This design comes from an exercise in tuning for small area, a short achievable clock period and few clock cycles per item on the open sky130 flow, not from production work.
In this exercise RTL edits were held to simulation tests only and were not proved equivalent to the original.
No activity file was given, so power comes from the tool's default toggle rates.

File: run.sh
#!/bin/bash
# synth_recipe.tcl (not shown) runs the flow's synth.tcl, then flattens the netlist and writes it again
# the make line also repeats each setting of config.mk as NAME=value (left out here)
make -C /OpenROAD-flow-scripts/flow DESIGN_CONFIG=/design/flow/config.mk WORK_HOME=/design/flow/orfs CLKGATE_MAP_FILE= SYNTH_SCRIPT=/design/flow/synth_recipe.tcl finish
File: config.mk
export PLATFORM = sky130hd
export DESIGN_NAME = lane_plan
export DESIGN_NICKNAME = lane_plan
export VERILOG_FILES = /design/flow/design.v
export SDC_FILE = /design/flow/constraint.sdc
export NUM_CORES = 4
export LEC_CHECK = 0
export ABC_CLOCK_PERIOD_IN_PS = 6000
export CAP_MARGIN = 20
export CORE_MARGIN = 2
export CORE_UTILIZATION = 55
export SETUP_SLACK_MARGIN = 5
export SLEW_MARGIN = 20
File: constraint.sdc
create_clock -name core_clock -period 12.0 [get_ports {clk}]
set_input_delay 2.4000 -clock core_clock [delete_from_list [all_inputs] [get_ports {clk}]]
set_output_delay 2.4000 -clock core_clock [all_outputs]
set_load 0.01 [all_outputs]
File: design.v
module lane_plan_node #(
    parameter IW = 1
) (
    input  wire               mn,
    input  wire               va,
    input  wire signed [15:0] sa,
    input  wire               ha,
    input  wire [IW-1:0]      ia,
    input  wire               vb,
    input  wire signed [15:0] sb,
    input  wire               hb,
    input  wire [IW-1:0]      ib,
    output wire               vo,
    output wire signed [15:0] so,
    output wire               ho,
    output wire [IW:0]        io
);
    wire [15:0] ua = {~sa[15], sa[14:0]};
    wire [15:0] ub = {~sb[15], sb[14:0]};
    wire [3:0]  ng, ne;
    genvar k;
    generate
        for (k = 0; k < 4; k = k + 1) begin : nb
            assign ng[k] = ua[4*k +: 4] > ub[4*k +: 4];
            assign ne[k] = ua[4*k +: 4] == ub[4*k +: 4];
        end
    endgenerate
    wire gt = ng[3] | (ne[3] & ng[2]) | (ne[3] & ne[2] & ng[1]) | (ne[3] & ne[2] & ne[1] & ng[0]);
    wire eq = &ne;
    wire pa = va & (~vb | (eq ? (ha | ~hb) : (gt ^ mn)));
    assign vo = va | vb;
    assign so = pa ? sa : sb;
    assign ho = pa ? ha : hb;
    assign io = pa ? {1'b0, ia} : {1'b1, ib};
endmodule
module lane_plan_dstep #(
    parameter RW = 17,
    parameter QW = 16,
    parameter K  = 4
) (
    input  wire [RW-1:0] rem,
    input  wire [QW-1:0] q,
    input  wire [RW-1:0] d,
    output wire [RW-1:0] rem_o,
    output wire [QW-1:0] q_o
);
    wire [RW-1:0] r [0:K];
    wire [QW-1:0] qq[0:K];
    assign r[0]  = rem;
    assign qq[0] = q;
    genvar g;
    generate
        for (g = 0; g < K; g = g + 1) begin : st
            wire [RW:0] sh   = {r[g], qq[g][QW-1]};
            wire [RW+1:0] df = {1'b0, sh} - {2'b00, d};
            assign r[g+1]  = df[RW+1] ? sh[RW-1:0] : df[RW-1:0];
            assign qq[g+1] = {qq[g][QW-2:0], ~df[RW+1]};
        end
    endgenerate
    assign rem_o = r[K];
    assign q_o   = qq[K];
endmodule
module lane_plan_dstep4 #(
    parameter RW = 17,
    parameter QW = 16,
    parameter K  = 2
) (
    input  wire [RW-1:0] rem,
    input  wire [QW-1:0] q,
    input  wire [RW-1:0] d,
    input  wire [RW+1:0] d3,
    output wire [RW-1:0] rem_o,
    output wire [QW-1:0] q_o
);
    wire [RW-1:0] r [0:K];
    wire [QW-1:0] qq[0:K];
    assign r[0]  = rem;
    assign qq[0] = q;
    genvar g;
    generate
        for (g = 0; g < K; g = g + 1) begin : st
            wire [RW+1:0] sh = {r[g], qq[g][QW-1:QW-2]};
            wire [RW+2:0] s1 = {1'b0, sh} - {3'b000, d};
            wire [RW+2:0] s2 = {1'b0, sh} - {2'b00, d, 1'b0};
            wire [RW+2:0] s3 = {1'b0, sh} - {1'b0, d3};
            wire [1:0]    dg = !s3[RW+2] ? 2'd3 : !s2[RW+2] ? 2'd2 : !s1[RW+2] ? 2'd1 : 2'd0;
            assign r[g+1]  = !s3[RW+2] ? s3[RW-1:0] : !s2[RW+2] ? s2[RW-1:0] :
                             !s1[RW+2] ? s1[RW-1:0] : sh[RW-1:0];
            assign qq[g+1] = {qq[g][QW-3:0], dg};
        end
    endgenerate
    assign rem_o = r[K];
    assign q_o   = qq[K];
endmodule
module lane_plan (
    input  wire               clk,
    input  wire               rst,
    input  wire               ld_valid,
    input  wire        [5:0]  ld_idx,
    input  wire signed [15:0] ld_score,
    input  wire        [15:0] ld_vmod,
    input  wire               ld_ranked,
    input  wire               ld_bok,
    input  wire               ld_set_state,
    input  wire        [1:0]  ld_state,
    input  wire               start,
    input  wire               lane_start,
    input  wire signed [23:0] vref,
    input  wire        [22:0] cap,
    input  wire        [15:0] w_stay,
    input  wire        [1:0]  swap_limit,
    input  wire        [11:0] t_frame,
    output reg                busy,
    output reg                done,
    output reg  signed [23:0] res_err,
    output reg                res_pol_neg,
    output reg                res_clamp,
    output reg                res_ceiling,
    output reg         [21:0] res_level,
    output reg         [15:0] res_vbar,
    output reg                res_edge,
    output reg         [5:0]  res_edge_node,
    output reg         [11:0] res_edge_off,
    input  wire        [5:0]  rd_idx,
    output wire               rd_event,
    output wire        [1:0]  rd_state
);
    localparam [1:0] BYP = 2'b00, POS = 2'b01, NEG = 2'b10, BLK = 2'b11;
    localparam [11:0] DWELL = 12'd200;
    localparam [4:0]
        S_XW   = 5'd16,   
        S_IW   = 5'd17,   
        S_IDLE = 4'd0,
        S_C1   = 4'd1,    
        S_C1L  = 4'd2,    
        S_XO   = 4'd3,    
        S_XI   = 4'd4,    
        S_X3   = 4'd5,    
        S_X4   = 4'd6,    
        S_I0   = 4'd7,    
        S_I1   = 4'd8,    
        S_I2   = 4'd9,    
        S_I3   = 4'd10,   
        S_E    = 4'd11,   
        S_M1   = 4'd12,   
        S_DA   = 4'd13,   
        S_M2   = 4'd14,   
        S_DD   = 4'd15;   
    reg signed [15:0] score_m [0:63];
    reg        [15:0] vmod_m  [0:63];
    reg        [1:0]  state_m [0:63];
    reg        [63:0] ranked_m;
    reg        [63:0] bok_m;
    reg        [63:0] chg_m;
    reg        [63:0] wr_m;       
    assign rd_event = chg_m[rd_idx];
    assign rd_state = state_m[rd_idx];
    reg signed [23:0] err;
    reg               pol_neg;
    reg        [5:0]  rot;
    reg [4:0]         st;
    reg               fin;         
    wire              idle   = (st == S_IDLE) && !fin;
    wire              ld_go  = idle && ld_valid;
    wire              st_go  = idle && !ld_valid && start;
    reg               res_v;
    reg        [5:0]  res_idx;
    reg signed [15:0] res_sc;
    wire [5:0]  rp_idx = lq_v ? lq_idx : res_idx;
    wire [15:0] rv     = vmod_m[rp_idx];
    reg               lq_v;
    reg        [5:0]  lq_idx;
    reg        [15:0] lq_vmod;
    reg               lq_rk, lq_oldin;
    reg        [1:0]  lq_snew, lq_sold;
    wire       [1:0]  ld_sold = state_m[ld_idx];
    always @(posedge clk) begin
        if (rst) lq_v <= 1'b0;
        else     lq_v <= ld_go;
        lq_vmod  <= ld_vmod;
        lq_rk    <= ld_ranked;
        lq_snew  <= ld_set_state ? ld_state : ld_sold;
        lq_sold  <= ld_sold;
        lq_idx   <= ld_idx;
        lq_oldin <= wr_m[ld_idx] & ranked_m[ld_idx];
    end
    reg  [21:0] sum_rk, sum_pos, sum_neg;
    reg  [6:0]  cnt;
    wire        clr_sums = (st == S_C1) || (st == S_C1L);
    wire        old_in  = lq_oldin;
    wire [15:0] old_v   = old_in ? rv : 16'd0;
    wire [15:0] old_pv  = (old_in && lq_sold == POS) ? rv : 16'd0;
    wire [15:0] old_nv  = (old_in && lq_sold == NEG) ? rv : 16'd0;
    wire [15:0] new_v   = lq_rk ? lq_vmod : 16'd0;
    wire [15:0] new_pv  = (lq_rk && lq_snew == POS) ? lq_vmod : 16'd0;
    wire [15:0] new_nv  = (lq_rk && lq_snew == NEG) ? lq_vmod : 16'd0;
    always @(posedge clk) begin
        if (rst || clr_sums) begin
            sum_rk  <= 22'd0;
            sum_pos <= 22'd0;
            sum_neg <= 22'd0;
            cnt     <= 7'd0;
            wr_m    <= 64'd0;
        end else begin
            if (lq_v) begin
                sum_rk  <= sum_rk  + {6'd0, new_v}  - {6'd0, old_v};
                sum_pos <= sum_pos + {6'd0, new_pv} - {6'd0, old_pv};
                sum_neg <= sum_neg + {6'd0, new_nv} - {6'd0, old_nv};
                cnt     <= cnt + {6'd0, lq_rk} - {6'd0, old_in};
            end
            if (ld_go)
                wr_m[ld_idx] <= 1'b1;
        end
    end
    always @(posedge clk) begin
        if (lq_v)
            vmod_m[lq_idx] <= lq_vmod;
    end
    always @(posedge clk) begin
        if (ld_go) begin
            score_m[ld_idx]  <= ld_score;
            ranked_m[ld_idx] <= ld_ranked;
            bok_m[ld_idx]    <= ld_bok;
        end
    end
    reg signed [25:0] vsum;
    reg        [11:0] tq;          
    reg        [1:0]  slq;         
    reg signed [17:0] osw;         
    reg        [22:0] capq;        
    reg        [22:0] av;
    reg        [1:0]  p;
    reg        [22:0] v;
    reg        [1:0]  swaps;
    reg        [22:0] gap;         
    reg               c0;          
    reg        [22:0] g0;          
    reg signed [24:0] d0;          
    reg               ceiling;
    reg               o_v;
    reg        [5:0]  o_idx;
    reg signed [15:0] o_sc;
    reg        [15:0] vo;
    reg               f_ok, f_big;
    reg               e_div, e_big, sg_neg;
    reg        [5:0]  f_idx;
    reg        [15:0] fv;
    reg        [15:0] xg;
    reg        [1:0]  dcnt;
    wire ceil_spec = c0;
    reg iss_in, iss_bud, iss_mn, iss_ex, iss_eo;
    always @(*) begin
        iss_in  = ceiling;
        iss_bud = 1'b0;
        iss_mn  = ceiling;
        iss_ex  = 1'b0;
        iss_eo  = 1'b0;
        case (st)
            S_X4: begin iss_in = ceil_spec; iss_mn = ceil_spec; iss_ex = 1'b1; iss_eo = 1'b1; end
            S_IDLE, S_XO, S_C1L: begin iss_in = 1'b0; iss_bud = 1'b1; iss_mn = 1'b0; end
            S_C1, S_XI:   begin iss_in = 1'b1; iss_bud = 1'b1; iss_mn = 1'b1; end
            S_I1, S_I3: iss_bud = 1'b1;
            S_I2:       iss_ex  = 1'b1;
            default: ;
        endcase
    end
    wire [5:0]   hg_rot = idle ? rot + 6'd1 : rot;
    wire [63:0]  lv;
    wire [1023:0] ls;
    wire [63:0]  lh;
    genvar g;
    generate
        for (g = 0; g < 64; g = g + 1) begin : leaf
            wire [1:0] s  = state_m[g];
            wire in_s  = (s == p);
            wire out_s = (s[1] == s[0]);
            assign lv[g] = ranked_m[g] & (idle | ~chg_m[g]) & (iss_in ? in_s : out_s) &
                           (~iss_bud | bok_m[g]) & ~(iss_ex && res_idx == g) &
                           ~(iss_eo && o_idx == g);
            assign ls[g*16 +: 16] = score_m[g];
            assign lh[g] = (g >= hg_rot);
        end
    endgenerate
    wire [31:0] v1; wire [511:0] s1; wire [31:0] h1; wire [63:0]  i1;
    wire [15:0] v2; wire [255:0] s2; wire [15:0] h2; wire [31:0]  i2;
    wire [7:0]  v3; wire [127:0] s3; wire [7:0]  h3; wire [23:0]  i3;
    generate
        for (g = 0; g < 32; g = g + 1) begin : l1
            lane_plan_node #(.IW(1)) n (
                .mn(iss_mn),
                .va(lv[2*g]),   .sa(ls[32*g +: 16]),      .ha(lh[2*g]),   .ia(1'b0),
                .vb(lv[2*g+1]), .sb(ls[32*g+16 +: 16]),   .hb(lh[2*g+1]), .ib(1'b0),
                .vo(v1[g]), .so(s1[16*g +: 16]), .ho(h1[g]), .io(i1[2*g +: 2]));
        end
        for (g = 0; g < 16; g = g + 1) begin : l2
            lane_plan_node #(.IW(1)) n (
                .mn(iss_mn),
                .va(v1[2*g]),   .sa(s1[32*g +: 16]),    .ha(h1[2*g]),   .ia(i1[4*g+1]),
                .vb(v1[2*g+1]), .sb(s1[32*g+16 +: 16]), .hb(h1[2*g+1]), .ib(i1[4*g+3]),
                .vo(v2[g]), .so(s2[16*g +: 16]), .ho(h2[g]), .io(i2[2*g +: 2]));
        end
    endgenerate
    reg  [15:0]  q2v;
    reg  [255:0] q2s;
    reg  [15:0]  q2h;
    reg  [31:0]  q2i;
    reg          q2mn;
    always @(posedge clk) begin
        q2v  <= v2;
        q2s  <= s2;
        q2h  <= h2;
        q2i  <= i2;
        q2mn <= iss_mn;
    end
    generate
        for (g = 0; g < 8; g = g + 1) begin : l3
            lane_plan_node #(.IW(2)) n (
                .mn(q2mn),
                .va(q2v[2*g]),   .sa(q2s[32*g +: 16]),    .ha(q2h[2*g]),   .ia(q2i[4*g +: 2]),
                .vb(q2v[2*g+1]), .sb(q2s[32*g+16 +: 16]), .hb(q2h[2*g+1]), .ib(q2i[4*g+2 +: 2]),
                .vo(v3[g]), .so(s3[16*g +: 16]), .ho(h3[g]), .io(i3[3*g +: 3]));
        end
    endgenerate
    wire [3:0] v4; wire [63:0] s4; wire [3:0] h4; wire [15:0] i4;
    wire [1:0] v5; wire [31:0] s5; wire [1:0] h5; wire [9:0]  i5;
    wire       v6; wire [15:0] s6; wire       h6; wire [5:0]  i6;
    generate
        for (g = 0; g < 4; g = g + 1) begin : l4
            lane_plan_node #(.IW(3)) n (
                .mn(q2mn),
                .va(v3[2*g]),   .sa(s3[32*g +: 16]),    .ha(h3[2*g]),   .ia(i3[6*g +: 3]),
                .vb(v3[2*g+1]), .sb(s3[32*g+16 +: 16]), .hb(h3[2*g+1]), .ib(i3[6*g+3 +: 3]),
                .vo(v4[g]), .so(s4[16*g +: 16]), .ho(h4[g]), .io(i4[4*g +: 4]));
        end
    endgenerate
    reg  [3:0]   q4v;
    reg  [63:0]  q4s;
    reg  [3:0]   q4h;
    reg  [15:0]  q4i;
    reg          q4mn;
    always @(posedge clk) begin
        q4v  <= v4;
        q4s  <= s4;
        q4h  <= h4;
        q4i  <= i4;
        q4mn <= q2mn;
    end
    generate
        for (g = 0; g < 2; g = g + 1) begin : l5
            lane_plan_node #(.IW(4)) n (
                .mn(q4mn),
                .va(q4v[2*g]),   .sa(q4s[32*g +: 16]),    .ha(q4h[2*g]),   .ia(q4i[8*g +: 4]),
                .vb(q4v[2*g+1]), .sb(q4s[32*g+16 +: 16]), .hb(q4h[2*g+1]), .ib(q4i[8*g+4 +: 4]),
                .vo(v5[g]), .so(s5[16*g +: 16]), .ho(h5[g]), .io(i5[5*g +: 5]));
        end
    endgenerate
    lane_plan_node #(.IW(5)) n6 (
        .mn(q4mn),
        .va(v5[0]), .sa(s5[15:0]),  .ha(h5[0]), .ia(i5[4:0]),
        .vb(v5[1]), .sb(s5[31:16]), .hb(h5[1]), .ib(i5[9:5]),
        .vo(v6), .so(s6), .ho(h6), .io(i6));
    always @(posedge clk) begin
        res_v   <= v6;
        res_idx <= i6;
        res_sc  <= s6;
    end
    wire signed [25:0] vsum_c = {{2{vref[23]}}, vref} + (lane_start ? 26'sd0 : {{2{err[23]}}, err});
    wire               cap_nz = (cap != 23'd0);
    wire        [25:0] vabs   = vsum[25] ? (26'd0 - vsum) : vsum;
    wire        [22:0] av_c   = (vabs > {3'b000, capq}) ? capq : vabs[22:0];
    wire [21:0] v_sel = (p == NEG) ? sum_neg : sum_pos;
    wire               do_swap   = (swaps != slq) && o_v && res_v && (osw > res_sc);
    wire        [22:0] v_swap    = v + vo - rv;
    wire signed [24:0] t_sw   = d0 - $signed({9'd0, rv});    
    wire               t_pos  = !t_sw[24] && (t_sw != 25'sd0);
    wire               accept = res_v && ({7'd0, rv} <= gap);
    wire        [27:0] mul_p  = xg * tq;
    reg         [16:0] dv_rem;
    reg         [15:0] dv_q;
    reg         [16:0] dv_d;
    reg         [18:0] dv_d3;       
    wire        [16:0] dv_rem_n;
    wire        [15:0] dv_q_n;
    lane_plan_dstep4 #(.RW(17), .QW(16), .K(2)) u_dstep (
        .rem(dv_rem), .q(dv_q), .d(dv_d), .d3(dv_d3), .rem_o(dv_rem_n), .q_o(dv_q_n));
    wire        [11:0] a_val  = f_big ? 12'd0 : dv_q[11:0];
    wire        [11:0] u_val  = tq - a_val;
    wire               dwell  = (u_val >= DWELL) && (a_val <= tq);
    wire        [17:0] sd     = {2'b00, fv} - {1'b0, dv_rem};
    wire        [15:0] sg     = sd[16:1];
    wire        [15:0] dvd    = sd[17] ? (16'd0 - sg) : (sg + {4'd0, tq} - 16'd1);
    wire [29:0] n_a = {1'b0, mul_p, 1'b0} + {14'd0, fv};
    reg  [6:0]  vb_rem;
    reg  [17:0] vb_q;
    reg  [6:0]  vb_d;
    reg  [2:0]  vb_cnt;
    reg         vb_zero;
    wire [6:0]  vb_rem_n;
    wire [17:0] vb_q_n;
    lane_plan_dstep #(.RW(7), .QW(18), .K(3)) u_vbstep (
        .rem(vb_rem), .q(vb_q), .d(vb_d), .rem_o(vb_rem_n), .q_o(vb_q_n));
    wire [15:0] vbar = vb_zero ? 16'd0 : vb_q[15:0];
    wire signed [25:0] kq     = sg_neg ? -$signed({10'd0, dv_q}) : $signed({10'd0, dv_q});
    wire signed [25:0] kk     = e_div ? kq :
                                e_big ? $signed({3'b000, gap} - {10'd0, fv}) : $signed({3'b000, gap});
    wire signed [25:0] e_raw  = (ceiling ^ (p == NEG)) ? -kk : kk;
    wire signed [25:0] vbar_s = {10'd0, vbar};
    reg        c1_en;
    reg [5:0]  c1_idx;
    reg [1:0]  c1_val;
    reg        c2_en;           
    reg [5:0]  c2_idx;
    always @(*) begin
        c1_en  = 1'b0;
        c1_idx = res_idx;
        c1_val = ceiling ? BYP : p;
        c2_en  = 1'b0;
        c2_idx = res_idx;
        case (st)
            S_X4: begin
                c1_en  = do_swap;
                c1_idx = o_idx;
                c1_val = p;
                c2_en  = do_swap;
            end
            S_I2: c1_en = accept;
            S_M2: begin
                c1_en  = f_ok && dwell;
                c1_idx = f_idx;
            end
            default: ;
        endcase
    end
    wire [1:0] opp = ~p;
    integer j;
    always @(posedge clk) begin
        for (j = 0; j < 64; j = j + 1) begin
            if (rst)
                state_m[j] <= BYP;
            else if (ld_go && ld_set_state && ld_idx == j)
                state_m[j] <= ld_state;
            else if (c1_en && c1_idx == j)
                state_m[j] <= c1_val;
            else if (c2_en && c2_idx == j)
                state_m[j] <= BYP;
            else if ((st == S_C1 || st == S_C1L) && (ranked_m[j] ? (state_m[j] == opp)
                                                : (state_m[j] == POS || state_m[j] == NEG)))
                state_m[j] <= BYP;
            if (st_go)
                chg_m[j] <= 1'b0;
            else if ((c1_en && c1_idx == j) || (c2_en && c2_idx == j) ||
                     ((st == S_C1 || st == S_C1L) && (ranked_m[j] ? (state_m[j] == opp)
                                                 : (state_m[j] == POS || state_m[j] == NEG))))
                chg_m[j] <= 1'b1;
        end
    end
    always @(posedge clk) begin
        done <= 1'b0;
        if (vb_cnt != 3'd0) begin
            vb_rem <= vb_rem_n;
            vb_q   <= vb_q_n;
            vb_cnt <= vb_cnt - 1'b1;
        end
        if (rst) begin
            st      <= S_IDLE;
            fin     <= 1'b0;
            busy    <= 1'b0;
            err     <= 24'sd0;
            pol_neg <= 1'b0;
            rot     <= 6'd0;
            vb_cnt  <= 3'd0;
        end else if (fin) begin
            if (vb_cnt == 3'd0) begin
                if (e_raw > vbar_s) begin
                    err       <= vbar_s[23:0];
                    res_err   <= vbar_s[23:0];
                    res_clamp <= 1'b1;
                end else if (e_raw < -vbar_s) begin
                    err       <= -vbar_s[23:0];
                    res_err   <= -vbar_s[23:0];
                    res_clamp <= 1'b1;
                end else begin
                    err       <= e_raw[23:0];
                    res_err   <= e_raw[23:0];
                    res_clamp <= 1'b0;
                end
                pol_neg     <= (p == NEG);
                res_pol_neg <= (p == NEG);
                res_ceiling <= ceiling;
                res_level   <= v[21:0];
                res_vbar    <= vbar;
                busy        <= 1'b0;
                done        <= 1'b1;
                fin         <= 1'b0;
            end
        end else begin
            case (st)
            S_IDLE: begin
                if (st_go) begin
                    busy <= 1'b1;
                    if (lane_start) begin
                        err     <= 24'sd0;
                        pol_neg <= 1'b0;
                        rot     <= 6'd0;
                    end else begin
                        rot     <= rot + 1'b1;
                    end
                    vsum <= vsum_c;
                    tq   <= t_frame;
                    capq <= cap;
                    slq  <= swap_limit;
                    if (cap_nz && !vsum_c[25] && vsum_c != 26'sd0) p <= POS;
                    else if (cap_nz && vsum_c[25])                 p <= NEG;
                    else                     p <= (!lane_start && pol_neg) ? NEG : POS;
                    st <= lane_start ? S_C1L : S_C1;
                end
            end
            S_C1, S_C1L: begin
                av    <= av_c;
                v     <= {1'b0, v_sel};
                swaps    <= 2'd0;
                res_edge <= 1'b0;
                e_div    <= 1'b0;
                e_big    <= 1'b0;
                vb_zero <= (cnt == 7'd0);
                vb_rem  <= {3'b000, sum_rk[21:18]};
                vb_q    <= sum_rk[17:0];
                vb_d    <= cnt;
                vb_cnt  <= 3'd6;
                st <= (st == S_C1L) ? S_XI : S_XW;
            end
            S_XO: st <= S_XI;
            S_XI: st <= S_XW;
            S_XW: st <= S_X3;
            S_IW: st <= S_I2;
            S_X3: begin
                o_v   <= res_v;
                o_idx <= res_idx;
                o_sc  <= res_sc;
                osw   <= res_sc - $signed({2'b00, w_stay});
                vo    <= rv;
                c0    <= (v > av);
                g0    <= (v > av) ? (v - av) : (av - v);
                d0    <= $signed({2'b00, v}) + $signed({9'd0, rv}) - $signed({2'b00, av});
                st    <= S_X4;
            end
            S_X4: begin
                if (do_swap) begin
                    v     <= v_swap;
                    swaps <= swaps + 1'b1;
                end
                if (do_swap && (swaps + 2'd1 != slq)) begin
                    st <= S_XO;
                end else begin
                    ceiling <= do_swap ? t_pos : c0;
                    gap     <= do_swap ? (t_sw[24] ? -t_sw[22:0] : t_sw[22:0]) : g0;
                    st      <= (do_swap && (t_pos == c0)) ? S_I1 : S_I0;
                end
            end
            S_I0: st <= S_I1;
            S_I1: st <= S_IW;
            S_I2: begin
                if (accept) begin
                    v   <= ceiling ? (v - rv) : (v + rv);
                    gap <= gap - {7'd0, rv};
                    st <= S_I3;
                end else begin
                    st <= S_E;
                end
            end
            S_I3: st <= S_IW;
            S_E: begin
                f_ok  <= res_v && (rv != 16'd0) && (gap != 23'd0);
                f_big <= (gap >= {7'd0, rv});
                f_idx <= res_idx;
                fv    <= rv;
                xg    <= rv - gap[15:0];
                st    <= S_M1;
            end
            S_M1: begin
                if (!f_ok) begin
                    fin <= 1'b1;
                    st  <= S_IDLE;
                end else if (f_big) begin
                    st <= S_M2;
                end else begin
                    dv_rem <= n_a[28:12];
                    dv_q   <= {n_a[11:0], 4'b0000};
                    dv_d   <= {fv, 1'b0};
                    dv_d3  <= {1'b0, fv, 1'b0} + {fv, 2'b00};
                    dcnt   <= 2'd2;
                    st     <= S_DA;
                end
            end
            S_DA: begin
                dv_rem <= dv_rem_n;
                dv_q   <= dv_q_n;
                dcnt   <= dcnt - 1'b1;
                if (dcnt == 2'd0) st <= S_M2;
            end
            S_M2: begin
                if (f_ok && dwell) begin
                    res_edge      <= 1'b1;
                    res_edge_node <= f_idx;
                    res_edge_off  <= a_val;
                    sg_neg        <= sd[17];
                    dv_d          <= {5'd0, tq};
                    dv_d3         <= {7'd0, tq} + {6'd0, tq, 1'b0};
                    if (f_big) begin
                        e_big <= 1'b1;
                        fin   <= 1'b1;
                        st    <= S_IDLE;
                    end else begin
                        e_div  <= 1'b1;
                        dv_rem <= {9'd0, dvd[15:8]};
                        dv_q   <= {dvd[7:0], 8'd0};
                        dcnt   <= 2'd1;
                        st     <= S_DD;
                    end
                end else begin
                    fin <= 1'b1;
                    st  <= S_IDLE;
                end
            end
            S_DD: begin
                dv_rem <= dv_rem_n;
                dv_q   <= dv_q_n;
                dcnt   <= dcnt - 1'b1;
                if (dcnt == 2'd0) begin
                    fin <= 1'b1;
                    st  <= S_IDLE;
                end
            end
            default: st <= S_IDLE;
            endcase
        end
    end
endmodule
==> results of run 1 <==
==> routing by layer <==
metal | share of wire (%) | GRT usage (%)
met5 | 0.19 | 1.23
met4 | 5.9 | 18.4
met3 | 12 | 12.4
met2 | 42 | 57.8
met1 | 40 | 52.8
==> repair_timing <==
item | in CTS | in global routing
setup buffers | 147 | 140
pin swaps | 56 | 129
setup endpoints to repair | 719 | 653
gates resized for setup | 393 | 400
cloned | 37 | 21
==> synthesized netlist by cell type (all sizes together), types with 197 or more instances <==
| cell type | instances |
|---|---|
| clkbuf | 660 |
| nand2b | 269 |
| o21ai | 1110 |
| nor3 | 290 |
| inv | 2046 |
| buf | 231 |
| ha | 1686 |
| dfxtp | 858 |
| fa | 251 |
| a21o | 212 |
| and2 | 200 |
| nor2b | 348 |
| a31oi | 214 |
| xor2 | 221 |
| mux4 | 197 |
| mux2i | 801 |
| nand3 | 263 |
| nand4 | 324 |
| nor2 | 1453 |
| o21a | 237 |
| nand2 | 1225 |
| a211oi | 426 |
| xnor2 | 444 |
| a21oi | 1412 |
| edfxtp | 2608 |
==> cell type report <==
type	count	area [sq um]	area share, %
Clock buffer	511	10500	4.40
Clock inverter	204	2330	0.973
Timing Repair inverter	2	15.0	0.00627
Antenna cell	53	133	0.0554
Timing Repair Buffer	1058	10300	4.31
Inverter	2050	7820	3.27
Sequential cell	3466	95600	39.9
Tap cell	5016	6280	2.62
Multi-Input combinational cell	13800	107000	44.5
==> worst max-delay path by stage <==
stage / from / end / slack (ns) / depth (start not counted)
floorplan: lq_v$_SDFF_PP0_ / d0[23]$_DFFE_PP_ / 5.00 / 30
global placement: res_idx[3]$_DFF_P_ / state_m[6][1]$_SDFFE_PP0P_ / 3.21 / 24
detailed placement: res_idx[3]$_DFF_P_ / state_m[23][0]$_SDFFE_PP0P_ / 2.98 / 25
CTS: lq_v$_SDFF_PP0_ / state_m[45][1]$_SDFFE_PP0P_ / 4.99 / 27
global route: lq_idx[1]$_DFF_P_ / v[21]$_DFFE_PP_ / 4.79 / 30
finish: lq_v$_SDFF_PP0_ / state_m[42][0]$_SDFFE_PP0P_ / 4.89 / 23
==> cell families after synthesis <==
kind of cell / synth area share (%)
flip-flops: 45.5
buffers and inverters: 5.38
AND/OR/NAND/NOR: 11.1
adder cells (fa/ha/maj): 12.5
multiplexers: 6.90
XOR/XNOR: 2.78
AO/OA/AOI/OAI: 15.8
==> worst max-delay path, cell delays in order, from the launching register on <==
cell and delay [ns]:
dfxtp_4 0.45, buf_4 0.16, mux2i_4 0.30, buf_12 0.16, bufbuf_16 0.46, mux4_2 0.26
and2_1 0.12, a211oi_1 0.05, a311oi_1 0.90, a211oi_2 0.29, a21oi_2 0.21, buf_4 0.29
inv_1 0.24, ha_1 0.49, nand4_1 0.11, or4_1 0.49, nand4_1 0.26, a31o_4 0.24
o21ai_0 0.09, buf_4 0.26, nor2_1 0.42, buf_4 0.36, a32oi_1 0.09, a21oi_1 0.20
==> placed cells by master, fill, tap and decap left out, drive strengths merged, types with 85 or more instances in the layout <==
cell type / n
dfxtp: 858
a21boi: 102
a211oi: 426
clkbuf: 526
clkdlybuf4s50: 190
clkinv: 138
o211ai: 193
nand2: 1226
o21ai: 1111
and2: 200
a31oi: 215
a21o: 212
mux2i: 801
o21a: 237
ha: 1686
mux2: 178
mux4: 197
nand2b: 269
xor2: 221
nor2b: 349
fa: 251
buf: 836
inv: 2039
a22oi: 139
o22ai: 194
edfxtp: 2608
nor2: 1453
a21oi: 1412
and3: 85
nor3: 290
xnor2: 444
or3: 98
nand3: 264
nand4: 324
==> state kept, by name, summed over array words and instances, names as in the netlist, 25 cells and up <==
name      count
bok_m        64
chg_m        64
d0           25
q2i          32
q2s         256
q4s          64
ranked_m     64
score_m    1024
state_m     128
vmod_m     1024
vsum         26
wr_m         64
==> through the flow <==
step | power (W) | hold WS (ns) | utilization [%]
after floorplan | 0.0412 | 0.374 | -
after global placement | 0.0529 | 0.435 | 57.8
after detailed placement | 0.0533 | 0.436 | 57.8
after CTS | 0.0673 | 0.445 | 62.3
after global routing | 0.0741 | 0.476 | 63.1
final | 0.0706 | 0.446 | 63.2
==> report_power, final <==
part | total (W) | internal, W | leakage [nW] | switching, W
Sequential | 0.0166 | 0.0150 | 30.7 | 0.00164
Combinational | 0.0418 | 0.0159 | 58.8 | 0.0259
Clock | 0.0122 | 0.00704 | 6.27 | 0.00517
Total | 0.0706 | 0.0379 | 95.7 | 0.0327
==> flow_summary.yaml, run 1 <==
clock_network:
  clk_pin_slew_worst_paths_ns: 0.06
  max-clock-path-buffers: 4
  numClockSinks: 3466
  holdBufCountCts: 0
  clkLatencyLatePin_ns: 1.04
  clk_root_buffer_cell: "clkbuf_16"
  cts.htree.levels: 5
  clock_tree_from_tritoncts: "yes"
  cts-buffers-inserted: 381
timing:
  postLayoutSetupSlackWorst_ns: 4.89
  setup_viol_count_final: 0
  finalSetupTns_ns: 0
  period_needed_ns: 7.11
  final_min_period_over_clock_period_pct: 59.2
  achievable-frequency_mhz: 141
  finalMaxSlewViolations: 0
  timing.slew.headroom_pct: 7.14
  clock_tree_skew_after_final_layout_ns: 0.0973
  worstMarginPinSlew_ns: 1.39
  rsz0062_at_grt: "true"
  hold_violations: 0
floorplanning:
  chipHeight_um: 621
  pin_count: 220
  num_rows: 226
  dieWidth_um: 621
  fp.dieArea_sq_um: 386000
  placeableCoreArea_sq_um: 379000
  start_util_pct: 55.3
routing:
  detailroute.via_count: 170000
  finalWirelength_um: 794000
  drt_iter0_markers: 22900
  routed_wire_length_per_instance_um: 30.4
  total_drc_errors_in_the_routed_layout: 0
  drt-vias-per-instance: 6.51
  detail-route-antenna-nets: 0
  dr.pass1.iters: 14
logic_synthesis:
  netlist_area_sq_um: 210000
  yosysUniqueCellTypes: 112
  synth_enable_flop_cells: 2608
  synth_async_sr_flop_share_pct: 0
  yosysWarningCount: 4
  synth_top_cell_by_area: "edfxtp_1"
  ys_seq_area_share_pct: 45.5
  ys_ff_latch: 3466
  synth_top_cells_by_area: "edfxtp_1 37%, ha_1 10%, dfxtp_1 8.2%"
  synth-main-ff-cell: "edfxtp_1"
  synth.avg_cell_area_sq_um: 10.4
  synth_top_area_share_pct: 37.3
  syn_nets: 22300
  syn_inst: 20200
finish:
  layout.filler_cells: 30900
  share_of_cells_above_drive_strength_1_pct: 12.1
  design_area_sq_um: 239000
  area_growth_pct: 14.2
  nNetsFinal: 22800
  layout.cells.non_filler: 26100
worst_setup_path:
  startpoint_type: "flop"
  r2r-end: "state_m[42][0]$_SDFFE_PP0P_"
  reg2reg_depth: 23
  worst_reg_to_reg_setup_slack_ns: 4.89
  worstPathMaxFanout: 55
  launch_instance_of_the_worst_register_to_register_path: "lq_v$_SDFF_PP0_"
  crit_arrival_ns: 8.03
  timing.critical_path.required_ns: 12.92
  crit_path_end_kind: "flop"
  crit_type: "flop to flop"
global_routing:
  globalRoute.totalOverflow: 0
  antenna_violations_before_repair: 83
  grt_pass1_vias: 157000
  grt_pass1_wl_um: 1110000
  global_route.usage.total_pct: 39.4
  grt_max_degree: 78
power:
  total_leakage_power_nw: 95.7
  max-vdd-ir-drop_uv: 353
  p_per_area_nw_per_um2: 295
min_path:
  worst_hold_path.endpoint: "err[19]$_SDFFE_PP0P_"
  hold_path_startpoint: "err[19]$_SDFFE_PP0P_"
  min_delay_path_depth: 2
  timing.hold.worst.class: "flop to flop"
run_status:
  outcome: "complete, no violations"
placement:
  placedCellCount: 25000
  postPlaceCellArea_sq_um: 219000
  buffer_ports.inserted: 219
  dp.final_hpwl_um: 555000
  dp_worst_setup_slack_ns: 2.98
  place_congestion: 1.15
flow_run:
  maxCapViolations: 0
Testbench counts, summed over its fixed seeds: cycles 69,057, frames 800.
==> run 2: changes to the inputs <==
--- a/design.v
+++ b/design.v
@@ -115,7 +115,7 @@
     output reg  signed [23:0] res_err,
-    output reg                res_pol_neg,
+    output wire               res_pol_neg,
     output reg                res_clamp,
-    output reg                res_ceiling,
-    output reg         [21:0] res_level,
-    output reg         [15:0] res_vbar,
+    output wire               res_ceiling,
+    output wire        [21:0] res_level,
+    output wire        [15:0] res_vbar,
     output reg                res_edge,
@@ -157,4 +157,2 @@
     assign rd_state = state_m[rd_idx];
-    reg signed [23:0] err;
-    reg               pol_neg;
     reg        [5:0]  rot;
@@ -168,3 +166,3 @@
     reg signed [15:0] res_sc;
-    wire [5:0]  rp_idx = lq_v ? lq_idx : res_idx;
+    reg  [5:0]  rp_idx;
     wire [15:0] rv     = vmod_m[rp_idx];
@@ -244,3 +242,3 @@
     reg               f_ok, f_big;
-    reg               e_div, e_big, sg_neg;
+    reg               e_div, sg_neg;
     reg        [5:0]  f_idx;
@@ -259,2 +257,4 @@
             S_X4: begin iss_in = ceil_spec; iss_mn = ceil_spec; iss_ex = 1'b1; iss_eo = 1'b1; end
+            S_XW: begin iss_in = c0; iss_mn = c0; end
+            S_X3: begin iss_in = c0; iss_mn = c0; iss_bud = 1'b1; end
             S_IDLE, S_XO, S_C1L: begin iss_in = 1'b0; iss_bud = 1'b1; iss_mn = 1'b0; end
@@ -365,4 +365,5 @@
         res_sc  <= s6;
+        rp_idx  <= ld_go ? ld_idx : i6;
     end
-    wire signed [25:0] vsum_c = {{2{vref[23]}}, vref} + (lane_start ? 26'sd0 : {{2{err[23]}}, err});
+    wire signed [25:0] vsum_c = {{2{vref[23]}}, vref} + (lane_start ? 26'sd0 : {{2{res_err[23]}}, res_err});
     wire               cap_nz = (cap != 23'd0);
@@ -402,7 +403,20 @@
     wire [15:0] vbar = vb_zero ? 16'd0 : vb_q[15:0];
-    wire signed [25:0] kq     = sg_neg ? -$signed({10'd0, dv_q}) : $signed({10'd0, dv_q});
-    wire signed [25:0] kk     = e_div ? kq :
-                                e_big ? $signed({3'b000, gap} - {10'd0, fv}) : $signed({3'b000, gap});
-    wire signed [25:0] e_raw  = (ceiling ^ (p == NEG)) ? -kk : kk;
+    wire               e_sgn  = ceiling ^ (p == NEG);
+    wire signed [25:0] e_gap  = e_sgn ? -$signed({3'b000, gap}) : $signed({3'b000, gap});
+    wire signed [25:0] e_gfv  = e_sgn ? -$signed({3'b000, gap} - {10'd0, fv})
+                                      : $signed({3'b000, gap} - {10'd0, fv});
+    reg  signed [25:0] e_pre;
+    wire signed [25:0] e_raw  = !e_div ? e_pre :
+                                (e_sgn ^ sg_neg) ? -$signed({10'd0, dv_q}) : $signed({10'd0, dv_q});
     wire signed [25:0] vbar_s = {10'd0, vbar};
+    wire signed [25:0] e_now    = (st == S_M2 && f_big && dwell) ? e_gfv : e_gap;
+    wire signed [25:0] e_sel    = fin ? e_raw : e_now;
+    wire               clamp_hi = (e_sel > vbar_s);
+    wire               clamp_lo = (e_sel < -vbar_s);
+    wire signed [23:0] err_c    = clamp_hi ? vbar_s[23:0] : clamp_lo ? -vbar_s[23:0] : e_sel[23:0];
+    wire               vb_ok    = (vb_cnt == 3'd0);
+    assign res_pol_neg = (p == NEG);
+    assign res_ceiling = ceiling;
+    assign res_level   = v[21:0];
+    assign res_vbar    = vbar;
     reg        c1_en;
@@ -467,4 +481,3 @@
             busy    <= 1'b0;
-            err     <= 24'sd0;
-            pol_neg <= 1'b0;
+            res_err <= 24'sd0;
             rot     <= 6'd0;
@@ -472,24 +485,8 @@
         end else if (fin) begin
-            if (vb_cnt == 3'd0) begin
-                if (e_raw > vbar_s) begin
-                    err       <= vbar_s[23:0];
-                    res_err   <= vbar_s[23:0];
-                    res_clamp <= 1'b1;
-                end else if (e_raw < -vbar_s) begin
-                    err       <= -vbar_s[23:0];
-                    res_err   <= -vbar_s[23:0];
-                    res_clamp <= 1'b1;
-                end else begin
-                    err       <= e_raw[23:0];
-                    res_err   <= e_raw[23:0];
-                    res_clamp <= 1'b0;
-                end
-                pol_neg     <= (p == NEG);
-                res_pol_neg <= (p == NEG);
-                res_ceiling <= ceiling;
-                res_level   <= v[21:0];
-                res_vbar    <= vbar;
-                busy        <= 1'b0;
-                done        <= 1'b1;
-                fin         <= 1'b0;
+            if (vb_ok) begin
+                res_err   <= err_c;
+                res_clamp <= clamp_hi | clamp_lo;
+                busy      <= 1'b0;
+                done      <= 1'b1;
+                fin       <= 1'b0;
             end
@@ -501,4 +498,2 @@
                     if (lane_start) begin
-                        err     <= 24'sd0;
-                        pol_neg <= 1'b0;
                         rot     <= 6'd0;
@@ -513,3 +508,3 @@
                     else if (cap_nz && vsum_c[25])                 p <= NEG;
-                    else                     p <= (!lane_start && pol_neg) ? NEG : POS;
+                    else                     p <= (!lane_start && p == NEG) ? NEG : POS;
                     st <= lane_start ? S_C1L : S_C1;
@@ -519,2 +514,3 @@
                 av    <= av_c;
+                c0    <= ({1'b0, v_sel} > av_c);
                 v     <= {1'b0, v_sel};
@@ -523,3 +519,2 @@
                 e_div    <= 1'b0;
-                e_big    <= 1'b0;
                 vb_zero <= (cnt == 7'd0);
@@ -541,4 +536,3 @@
                 vo    <= rv;
-                c0    <= (v > av);
-                g0    <= (v > av) ? (v - av) : (av - v);
+                g0    <= c0 ? (v - av) : (av - v);
                 d0    <= $signed({2'b00, v}) + $signed({9'd0, rv}) - $signed({2'b00, av});
@@ -552,2 +546,3 @@
                 if (do_swap && (swaps + 2'd1 != slq)) begin
+                    c0 <= t_pos;
                     st <= S_XO;
@@ -556,3 +551,3 @@
                     gap     <= do_swap ? (t_sw[24] ? -t_sw[22:0] : t_sw[22:0]) : g0;
-                    st      <= (do_swap && (t_pos == c0)) ? S_I1 : S_I0;
+                    st      <= !do_swap ? S_I2 : (t_pos == c0) ? S_I1 : S_I0;
                 end
@@ -580,4 +575,12 @@
             S_M1: begin
+                e_pre <= e_gap;
                 if (!f_ok) begin
-                    fin <= 1'b1;
+                    if (vb_ok) begin
+                        res_err   <= err_c;
+                        res_clamp <= clamp_hi | clamp_lo;
+                        busy      <= 1'b0;
+                        done      <= 1'b1;
+                    end else begin
+                        fin <= 1'b1;
+                    end
                     st  <= S_IDLE;
@@ -609,4 +612,11 @@
                     if (f_big) begin
-                        e_big <= 1'b1;
-                        fin   <= 1'b1;
+                        e_pre <= e_gfv;
+                        if (vb_ok) begin
+                        res_err   <= err_c;
+                        res_clamp <= clamp_hi | clamp_lo;
+                        busy      <= 1'b0;
+                        done      <= 1'b1;
+                    end else begin
+                        fin <= 1'b1;
+                    end
                         st    <= S_IDLE;
@@ -620,3 +630,10 @@
                 end else begin
-                    fin <= 1'b1;
+                    if (vb_ok) begin
+                        res_err   <= err_c;
+                        res_clamp <= clamp_hi | clamp_lo;
+                        busy      <= 1'b0;
+                        done      <= 1'b1;
+                    end else begin
+                        fin <= 1'b1;
+                    end
                     st  <= S_IDLE;
==> run 2 against run 1 <==
Net effect: still clean on timing, DRC and antenna; synthesized cell count fell by 4.1%; utilization fell by 0.39 points; critical path depth fell by 9; global-route usage rose by 0.91 points; critical path type is now input pin to primary output; critical endpoint is now rd_state[0].
==> flow_summary.yaml, run 2 <==
run_status:
  outcome: "complete, no violations"
clock_network:
  clkLatencyLatePin_ns: 1.05
  max-clock-path-buffers: 4
  cts-buffers-inserted: 373
  clk_root_buffer_cell: "clkbuf_16"
  numClockSinks: 3432
  clock_tree_from_tritoncts: "yes"
  holdBufCountCts: 0
  clk_pin_slew_worst_paths_ns: 0.06
  cts.htree.levels: 5
power:
  fin_total_pwr_w: 0.0666
  clock_power_share_pct: 18.2
  power_switching_w: 0.0302
  share_seq_of_total_power_pct: 24.8
  max-vdd-ir-drop_uv: 270
  p_int_w: 0.0364
  power.share.switching_pct: 45.3
  total_leakage_power_nw: 94.8
  power_frac_comb_pct: 57.0
  p_per_area_nw_per_um2: 283
min_path:
  hold_path_startpoint: "f_idx[3]$_DFFE_PP_"
  timing.hold.worst.class: "flop to flop"
  worst_hold_path.endpoint: "res_edge_node[3]$_DFFE_PP_"
  min_delay_path_depth: 0
routing:
  total_drc_errors_in_the_routed_layout: 0
  detail-route-antenna-nets: 0
  detailroute.via_count: 164000
  routed_wire_length_per_instance_um: 31.3
  dr.pass1.iters: 7
  finalWirelength_um: 793000
  drt-vias-per-instance: 6.45
  drt_iter0_markers: 20500
worst_setup_path:
  r2r-end: "state_m[23][0]$_SDFFE_PP0P_"
  timing.critical_path.required_ns: 9.60
  cp.depth: 14
  crit_slowest_cell: "mux2_4"
  startpoint_type: "input pin"
  worstPathMaxFanout: 5
  timing.critical_path.cells: "buf_12, buf_12, clkinvlp_4, buf_12, nor2_4, a22o_1, a221oi_2, a21oi_1, a22o_1, a221o_1, a21oi_2, o211ai_1, mux2_4, buf_6"
  crit_type: "input pin to primary output"
  reg2reg_depth: 28
  crit_arrival_ns: 4.71
  critical_path_s_most_frequent_cell: "buf_12"
  worst_path_dominant_cell_family: "compound AO/OA/AOI/OAI gates"
  worst_reg_to_reg_setup_slack_ns: 4.95
  crit_path_end_kind: "primary output"
  path_buf_inv: 5
  cp_slowest_stage_delay_ns: 0.32
floorplanning:
  num_rows: 225
  start_util_pct: 55.2
  pin_count: 220
  placeableCoreArea_sq_um: 375000
  dieWidth_um: 618
  chipHeight_um: 618
  fp.dieArea_sq_um: 381000
logic_synthesis:
  synth.avg_cell_area_sq_um: 10.7
  synth_enable_flop_cells: 2569
  yosysWarningCount: 4
  synth_most_common_cell: "edfxtp_1"
  ys_seq_area_share_pct: 45.6
  synth_top_area_share_pct: 37.3
  synth_top_cells_by_area: "edfxtp_1 37%, ha_1 10%, dfxtp_1 8.3%"
  yosysUniqueCellTypes: 129
  syn_nets: 21400
  synth_async_sr_flop_share_pct: 0
  syn_inst: 19400
  synth_top_cells_by_count: "2569 x edfxtp_1, 1999 x inv_1, 1710 x ha_1, 1619 x nor2_1, 1270 x a21oi_1"
  ys_ff_latch: 3432
  synth-main-ff-cell: "edfxtp_1"
  netlist_area_sq_um: 207000
  synth_top_cell_by_area: "edfxtp_1"
global_routing:
  antenna_violations_before_repair: 98
  global_route.usage.total_pct: 40.3
  globalRoute.totalOverflow: 0
  grt_pass1_wl_um: 1100000
  grt_pass1_vias: 154000
  grt_max_degree: 90
finish:
  layout.filler_cells: 30000
  layout_common_cells: "2569 x edfxtp_1, 1977 x inv_1, 1696 x ha_1, 1576 x nor2_1, 1232 x a21oi_1"
  area_growth_pct: 13.8
  design_area_sq_um: 236000
  share_of_cells_above_drive_strength_1_pct: 12.6
  layout.cells.non_filler: 25400
  register_area_sq_um: 94500
  multiInputGateArea_sq_um: 104000
  final_util_pct: 62.8
  nNetsFinal: 22100
  top_regs: "score_m (1024), vmod_m (1024), q2s (256)"
  final_common_cell: "edfxtp_1"
timing:
  setup_viol_count_final: 0
  achievable-frequency_mhz: 141
  worstMarginPinSlew_ns: 1.34
  hold_violations: 0
  finalMaxSlewViolations: 0
  rsz0062_at_grt: "true"
  timing.slew.headroom_pct: 10.1
  final_min_period_over_clock_period_pct: 59.2
  period_needed_ns: 7.11
  clock_tree_skew_after_final_layout_ns: 0.162
  finalSetupTns_ns: 0
placement:
  postPlaceCellArea_sq_um: 217000
  buffer_ports.inserted: 219
  place_congestion: 1.09
  dp.final_hpwl_um: 563000
  placedCellCount: 24300
flow_run:
  maxCapViolations: 0
[run 2: logic make-up (layout without fill, tap and decap cells)]
family / count (synthesis) / after routing / synth area share [%]
AND/OR/NAND/NOR: 4792 / 4793 / 11.1
AO/OA/AOI/OAI: 4379 / 4386 / 13.7
flip-flops: 3432 / 3432 / 45.6
buffers and inverters: 2781 / 3749 / 5.27
adder cells (fa/ha/maj): 1961 / 1961 / 12.8
multiplexers: 1293 / 1293 / 8.51
XOR/XNOR: 714 / 714 / 3.03
other: 0 / 59 / 0
[run 2: worst max path at each step]
stage                              start     endpoint
after floorplan                rd_idx[0]     rd_event
after global placement         rd_idx[2]  rd_state[1]
after detailed placement       rd_idx[2]  rd_state[1]
after CTS                      rd_idx[1]  rd_state[1]
after global routing      q4s[1]$_DFF_P_         flop
final                          rd_idx[1]  rd_state[0]
[run 2: through the flow]
step	hold WS, ns	setup slack [ns]
floorplan	0.329	4.94
global placement	0.442	3.01
detailed placement	0.437	3.06
CTS	0.458	4.83
global route	0.473	4.71
finish	0.457	4.89
[run 2: area by class of cell]
cell class | count | area share [%]
Antenna cell | 59 | 0.0627
Clock buffer | 485 | 4.34
Clock inverter | 215 | 1.11
Inverter | 2009 | 3.23
Multi-Input combinational cell | 13100 | 44.3
Sequential cell | 3432 | 40.1
Tap cell | 4994 | 2.65
Timing Repair Buffer | 1039 | 4.22
Timing Repair inverter | 1 | 0.00372
[run 2: what timing repair did]
item | in CTS | in global routing
setup buffers | 119 | 149
gates resized for setup | 215 | 371
pin swaps | 19 | 90
endpoints found under the setup margin | 664 | 526
gates cloned | 18 | 18
[run 2: routing by layer]
layer / vias up / track usage, % / share of wire [%]
met5: - / 0.0505 / 0.077
met3: 2031 / 9.38 / 11
met4: 38 / 21.9 / 6.5
met2: 9206 / 59.6 / 42
li1: 72000 / - / -
met1: 80400 / 54.8 / 40
[run 2: power groups by stage]
stage          clock network, W  logic, W  registers [W]
2_1_floorplan                 0    0.0239         0.0157
3_3_place_gp                  0    0.0339         0.0167
3_5_place_dp                  0    0.0343         0.0167
4_1_cts                  0.0122    0.0354         0.0164
5_1_grt                  0.0126    0.0407         0.0165
6_report                 0.0121    0.0380         0.0165
Testbench counts of run 2, summed over its fixed seeds: cycles 67,268, frames 800.
==> run 3: changes to the inputs <==
--- a/config.mk
+++ b/config.mk
@@ -11,2 +11,4 @@
 export CORE_UTILIZATION = 55
+export CTS_CLUSTER_DIAMETER = 70
+export CTS_CLUSTER_SIZE = 20
 export SETUP_SLACK_MARGIN = 5
==> run 3 against run 2 <==
Net effect: worst hold slack better by 0.0013 ns; flip-flop and latch count is the same; die area did not move; still clean on timing, DRC and antenna; clock skew decreased by 0.066 ns; largest cell class unchanged; clock power shrank 22%; count of clock-buffer cells in the layout fell by 137; sequential share of layout area rose by 0.74 points; utilization shrank 1.1 points.
==> flow_summary.yaml, run 3 <==
run_status:
  outcome: "complete, no violations"
clock_network:
  clk_pin_slew_worst_paths_ns: 0.07
  cts.htree.levels: 5
  clock_tree_from_tritoncts: "yes"
  holdBufCountCts: 0
  clkLatencyLatePin_ns: 1.00
  clk_root_buffer_cell: "clkbuf_16"
  max-clock-path-buffers: 4
  numClockSinks: 3432
  cts-buffers-inserted: 266
logic_synthesis:
  synth_top_cell_by_area: "edfxtp_1"
  syn_inst: 19400
  synth_top_cells_by_area: "edfxtp_1 37%, ha_1 10%, dfxtp_1 8.3%"
  ys_seq_area_share_pct: 45.6
  synth.avg_cell_area_sq_um: 10.7
  yosysUniqueCellTypes: 129
  synth-main-ff-cell: "edfxtp_1"
  synth_async_sr_flop_share_pct: 0
  synth_top_cells_by_count: "2569 x edfxtp_1, 1999 x inv_1, 1710 x ha_1, 1619 x nor2_1, 1270 x a21oi_1"
  synth_top_area_share_pct: 37.3
  syn_nets: 21400
  synth_most_common_cell: "edfxtp_1"
  yosysWarningCount: 4
  synth_enable_flop_cells: 2569
  ys_ff_latch: 3432
  netlist_area_sq_um: 207000
floorplanning:
  placeableCoreArea_sq_um: 375000
  num_rows: 225
  fp.dieArea_sq_um: 381000
  pin_count: 220
  start_util_pct: 55.2
  chipHeight_um: 618
  dieWidth_um: 618
min_path:
  timing.hold.worst.class: "flop to flop"
worst_setup_path:
  crit_slowest_cell: "mux4_2"
  crit_arrival_ns: 4.71
  worstPathMaxFanout: 7
  timing.critical_path.required_ns: 9.60
  startpoint_type: "input pin"
  critical_path_s_most_frequent_cell: "mux4_2"
  worst_path_dominant_cell_family: "multiplexers"
  cp_slowest_stage_delay_ns: 0.63
  timing.critical_path.cells: "buf_16, buf_12, mux4_2, mux4_2, mux4_2, buf_6"
  crit_path_end_kind: "primary output"
  crit_type: "input pin to primary output"
  path_buf_inv: 3
routing:
  dr.pass1.iters: 11
  drt-vias-per-instance: 6.42
  detailroute.via_count: 161000
  routed_wire_length_per_instance_um: 31.0
  detail-route-antenna-nets: 0
  finalWirelength_um: 779000
  total_drc_errors_in_the_routed_layout: 0
  drt_iter0_markers: 20400
timing:
  period_needed_ns: 7.11
  clock_tree_skew_after_final_layout_ns: 0.0963
  worstMarginPinSlew_ns: 1.37
  finalMaxSlewViolations: 0
  achievable-frequency_mhz: 141
  setup_viol_count_final: 0
  hold_ws_ns: 0.459
  final_min_period_over_clock_period_pct: 59.3
  finalSetupTns_ns: 0
  hold_violations: 0
  timing.slew.headroom_pct: 8.52
  rsz0062_at_grt: "true"
finish:
  design_area_sq_um: 231000
  nNetsFinal: 22000
  area_growth_pct: 11.7
  top_regs: "score_m (1024), vmod_m (1024), q2s (256)"
  share_of_cells_above_drive_strength_1_pct: 11.7
  layout_common_cells: "2569 x edfxtp_1, 1980 x inv_1, 1700 x ha_1, 1573 x nor2_1, 1235 x a21oi_1"
  final_common_cell: "edfxtp_1"
  layout.filler_cells: 30500
placement:
  place_congestion: 1.09
  postPlaceCellArea_sq_um: 217000
  dp.final_hpwl_um: 563000
  buffer_ports.inserted: 219
power:
  p_per_area_nw_per_um2: 275
  total_leakage_power_nw: 92.7
  max-vdd-ir-drop_uv: 239
flow_run:
  maxCapViolations: 0
global_routing:
  globalRoute.totalOverflow: 0
  global_route.usage.total_pct: 39.7
  grt_max_degree: 90
  grt_pass1_vias: 151000
  antenna_violations_before_repair: 77
  grt_pass1_wl_um: 1090000
[run 3: cell counts after synthesis]
No cell type changed its count.
[run 3: what timing repair did]
item | CTS | global route
gates cloned | 19 | 17
pin swaps | 14 | 84
gates resized for setup | 219 | 362
setup buffers | 126 | 124
setup endpoints to repair | 665 | 516
[run 3: path summary, 6_finish.rpt]
| path | start | to | slack, ns | cells past startpoint |
|---|---|---|---|---|
| setup / recovery | rd_idx[0] | rd_event | 4.89 | 6 |
| hold / removal | f_idx[2]$_DFFE_PP_ | res_edge_node[2]$_DFFE_PP_ | 0.46 | 0 |
| setup reg to reg | flop | state_m[19][1]$_SDFFE_PP0P_ | 5.05 | 25 |
| hold reg to reg | f_idx[2]$_DFFE_PP_ | res_edge_node[2]$_DFFE_PP_ | 0.46 | 0 |
[run 3: report_power, final]
part / total [W] / internal, W / switching (W)
Combinational: 0.0377 / 0.0146 / 0.0231
Sequential: 0.0165 / 0.0148 / 0.00167
Clock: 0.00943 / 0.00465 / 0.00477
[run 3: final cells by class]
| cell class | count | area (sq um) | share of cell area, % |
|---|---|---|---|
| flip-flops and latches | 3432 | 94500 | 40.8 |
| well taps | 4994 | 6250 | 2.70 |
| clock inverters | 131 | 1640 | 0.707 |
| clock buffers | 348 | 7260 | 3.14 |
| repair inverters | 2 | 13.8 | 0.00595 |
| diodes | 56 | 140 | 0.0606 |
| repair buffers | 1019 | 9650 | 4.17 |
| multi-input cells | 13100 | 104000 | 45.1 |
| inverters | 2009 | 7600 | 3.29 |
[run 3: logic make-up (layout without fill, tap and decap cells)]
group,after synthesis,count (layout),synth area share (%)
simple gates,4792,4793,11.1
compound gates,4379,4385,13.7
flops,3432,3432,45.6
buf+inv,2781,3509,5.27
fa+ha+maj,1961,1961,12.8
mux,1293,1293,8.51
xor+xnor,714,714,3.03
other cells,0,56,0
[run 3: per-stage QoR]
step | utilization (%) | setup slack [ns] | std cells | power, W
4_1_cts | 60.8 | 4.70 | 24900 | 0.0613
2_1_floorplan | - | 4.94 | 19400 | 0.0396
5_1_grt | 61.6 | 4.90 | 25100 | 0.0669
6_report | 61.6 | 4.89 | 25100 | 0.0636
3_3_place_gp | 57.8 | 3.01 | 24300 | 0.0506
3_5_place_dp | 57.8 | 3.06 | 24300 | 0.0510
[run 3: metal layers]
layer	GRT usage (%)	vias up	routed length, um
met5	0.0505	-	362
met4	21.1	44	49500
met1	54.3	79500	315000
li1	-	71600	-
met3	9.33	1788	84900
met2	58.4	8485	329000
==> run 4: changes to the inputs <==
--- a/config.mk
+++ b/config.mk
@@ -11,4 +11,4 @@
 export CORE_UTILIZATION = 55
-export CTS_CLUSTER_DIAMETER = 70
-export CTS_CLUSTER_SIZE = 20
+export CTS_CLUSTER_DIAMETER = 60
+export CTS_CLUSTER_SIZE = 16
 export SETUP_SLACK_MARGIN = 5
==> run 4 against run 3 <==
Net effect: still clean on timing, DRC and antenna; maximum frequency barely moved; area after synthesis did not move; count of clock-buffer cells in the layout rose by 100; clock power rose by 21%; worst hold slack barely moved; final cell count rose by 0.55%; critical path depth rose by 8; via count rose by 0.43%.
==> flow_summary.yaml, run 4 <==
finish:
  layout_common_cells: "2569 x edfxtp_1, 1979 x inv_1, 1702 x ha_1, 1575 x nor2_1, 1237 x a21oi_1"
  multiInputGateArea_sq_um: 104000
  register_area_sq_um: 94500
  nNetsFinal: 22000
  top_regs: "score_m (1024), vmod_m (1024), q2s (256)"
  final_util_pct: 62.4
  area_growth_pct: 13.0
  final_common_cell: "edfxtp_1"
  share_of_cells_above_drive_strength_1_pct: 12.2
  layout.filler_cells: 30200
logic_synthesis:
  netlist_area_sq_um: 207000
  synthMuxAreaShare_pct: 8.51
  synth_top_family_by_area: "compound AO/OA/AOI/OAI gates"
  synth_top_cell_by_area: "edfxtp_1"
  synth.avg_cell_area_sq_um: 10.7
  ys_seq_area_share_pct: 45.6
  syn_nets: 21400
  syn_inst: 19400
  synth_enable_flop_cells: 2569
  yosysWarningCount: 4
  synth_top_cells_by_area: "edfxtp_1 37%, ha_1 10%, dfxtp_1 8.3%"
  synth_simple_gate_area_share_pct: 11.1
  synth-main-ff-cell: "edfxtp_1"
  synth_xor_xnor_area_share_pct: 3.03
  ys_ff_latch: 3432
  synth_compound_area_share_pct: 13.7
  yosysUniqueCellTypes: 129
  synth_top_cells_by_count: "2569 x edfxtp_1, 1999 x inv_1, 1710 x ha_1, 1619 x nor2_1, 1270 x a21oi_1"
  synth_async_sr_flop_share_pct: 0
  yosys.area_share.adder_pct: 12.8
  synth_top_area_share_pct: 37.3
  synth_most_common_cell: "edfxtp_1"
clock_network:
  clk_pin_slew_worst_paths_ns: 0.06
  numClockSinks: 3432
  cts-buffers-inserted: 350
  clkLatencyLatePin_ns: 1.03
  clock_tree_from_tritoncts: "yes"
  holdBufCountCts: 0
  clk_root_buffer_cell: "clkbuf_16"
  cts.htree.levels: 5
  max-clock-path-buffers: 4
floorplanning:
  start_util_pct: 55.2
  num_rows: 225
  chipHeight_um: 618
  pin_count: 220
  placeableCoreArea_sq_um: 375000
  dieWidth_um: 618
  fp.dieArea_sq_um: 381000
timing:
  worstMarginPinSlew_ns: 1.39
  hold_violations: 0
  finalMaxSlewViolations: 0
  finalSetupTns_ns: 0
  clock_tree_skew_after_final_layout_ns: 0.117
  timing.slew.headroom_pct: 7.17
  setup_viol_count_final: 0
  final_min_period_over_clock_period_pct: 59.2
  rsz0062_at_grt: "true"
  achievable-frequency_mhz: 141
  period_needed_ns: 7.11
  postLayoutSetupSlackWorst_ns: 4.89
routing:
  detailroute.via_count: 162000
  detail-route-antenna-nets: 0
  drt-vias-per-instance: 6.42
  dr.pass1.iters: 7
  routed_wire_length_per_instance_um: 30.9
  drt_iter0_markers: 20400
  finalWirelength_um: 781000
  total_drc_errors_in_the_routed_layout: 0
power:
  p_per_area_nw_per_um2: 280
  max-vdd-ir-drop_uv: 244
  total_leakage_power_nw: 94.1
flow_run:
  maxCapViolations: 0
placement:
  dp.final_hpwl_um: 563000
  buffer_ports.inserted: 219
  dp_worst_setup_slack_ns: 3.06
  place_congestion: 1.09
global_routing:
  grt_pass1_wl_um: 1090000
  antenna_violations_before_repair: 92
  grt_pass1_vias: 152000
  grt_max_degree: 90
  globalRoute.totalOverflow: 0
  global_route.usage.total_pct: 39.8
run_status:
  outcome: "complete, no violations"
worst_setup_path:
  startpoint_type: "input pin"
  crit_path_end_kind: "primary output"
  worstPathMaxFanout: 5
  crit_arrival_ns: 4.71
  crit_type: "input pin to primary output"
  timing.critical_path.required_ns: 9.60
min_path:
  timing.hold.worst.class: "flop to flop"
-- run 4: changes by cell type in the layout (fill, tap and decap cells not counted), moves of 10 or more --
| cell | previous run | this run |
|---|---|---|
| clkinv_16 | 2 | 12 |
| buf_4 | 693 | 675 |
| diode_2 | 56 | 43 |
| clkbuf_1 | 65 | 83 |
| clkbuf_16 | 290 | 368 |
| inv_6 | 20 | 47 |
| inv_8 | 14 | 29 |
-- run 4: worst paths after layout --
| kind | to | slack (ns) | startpoint | cells after the start |
|---|---|---|---|---|
| hold / removal | res_edge_node[3]$_DFFE_PP_ | 0.46 | f_idx[3]$_DFFE_PP_ | 0 |
| setup reg to reg | state_m[43][1]$_SDFFE_PP0P_ | 5.05 | flop | 26 |
| setup / recovery | rd_state[0] | 4.89 | rd_idx[1] | 14 |
| hold reg to reg | res_edge_node[3]$_DFFE_PP_ | 0.46 | f_idx[3]$_DFFE_PP_ | 0 |
-- run 4: per-layer routing --
metal / up-vias / global-route usage [%] / part of all wire (%) / routed length, um
li1: 71800 / - / - / -
met1: 79800 / 54.2 / 40 / 315000
met2: 8577 / 58.9 / 42 / 330000
met3: 1894 / 9.98 / 11 / 86800
met4: 56 / 20.9 / 6.3 / 49200
met5: - / 0.0505 / 0.050 / 392
-- run 4: cell families after synthesis --
logic type	after synthesis
xor+xnor	714
fa+ha+maj	1961
buf+inv	2781
simple gates	4792
flops	3432
compound gates	4379
mux	1293
-- run 4: repair_timing --
item / in CTS / in global routing
resized for setup: 219 / 327
cloned: 21 / 16
endpoints found under the setup margin: 661 / 520
buffers inserted: 116 / 114
pin swaps: 17 / 77
-- run 4: per-stage QoR --
stage / total power (W) / instance area [sq um] / hold WS (ns) / instances
global route: 0.0687 / 234000 / 0.457 / 25200
CTS: 0.0632 / 231000 / 0.451 / 25100
global placement: 0.0506 / 217000 / 0.442 / 24300
finish: 0.0654 / 234000 / 0.459 / 25300
detailed placement: 0.0510 / 217000 / 0.437 / 24300
floorplan: 0.0396 / 207000 / 0.329 / 19400
-- run 4: worst max-delay path, stage by stage --
cell and delay, ns:
buf_12 0.12, buf_12 0.14, clkinvlp_4 0.14, buf_12 0.12
nor2_4 0.04, a22o_1 0.23, a221oi_2 0.25, a21oi_1 0.07
a22o_1 0.19, a221o_1 0.29, a21oi_2 0.15, o211ai_1 0.11
mux2_4 0.32, buf_6 0.14
-- run 4: layout make-up --
type,instances,share of cell area (%)
well taps,4994,2.67
repair inverters,1,0.00374
repair buffers,1001,4.08
diodes,43,0.0460
inverters,2009,3.25
flip-flops and latches,3432,40.4
multi-input cells,13100,44.5
clock buffers,448,4.00
clock inverters,200,1.05
-- run 4: power by group --
part	leakage (nW)	total [W]	switching [W]	internal, W
Clock	5.69	0.0114	0.00530	0.00607
Combinational	58.0	0.0376	0.0231	0.0145
Sequential	30.3	0.0165	0.00168	0.0148

[re-timing with driven ports]
The flow's constraints put no driver on any port. The routed layouts listed below were extracted and timed again, unchanged, in two steps.
Step 1 (the two cells are an assumption about what drives the block):
set clk [get_ports {clk}]
set_driving_cell -lib_cell sky130_fd_sc_hd__clkbuf_16 $clk
set_driving_cell -lib_cell sky130_fd_sc_hd__buf_2 [delete_from_list [all_inputs] $clk]
Step 2 times the ports against the registers' clock, not the clock port: input delays grow and output delays shrink by t, the midpoint of the rising clock arrivals with the driver on.
Slacks: no drivers / after step 1 / after step 2; pairs: no drivers / after step 1.
run | t, ns | setup slack, ns | slew at the worst register clock pin (ns)
run 1 | 1.111 | 4.894 / 4.801 / 4.277 | 0.07 / 0.07
run 2 | 1.099 | 4.893 / 4.756 / 4.305 | 0.07 / 0.07
run 3 | 1.063 | 4.889 / 4.699 / 4.501 | 0.09 / 0.09
run 4 | 1.088 | 4.893 / 4.749 / 4.430 | 0.08 / 0.08
After both steps every run listed still meets setup and hold. For run 1, which loses most, drivers alone change the setup slack by -0.093 ns; drivers and shift together by -0.617 ns.
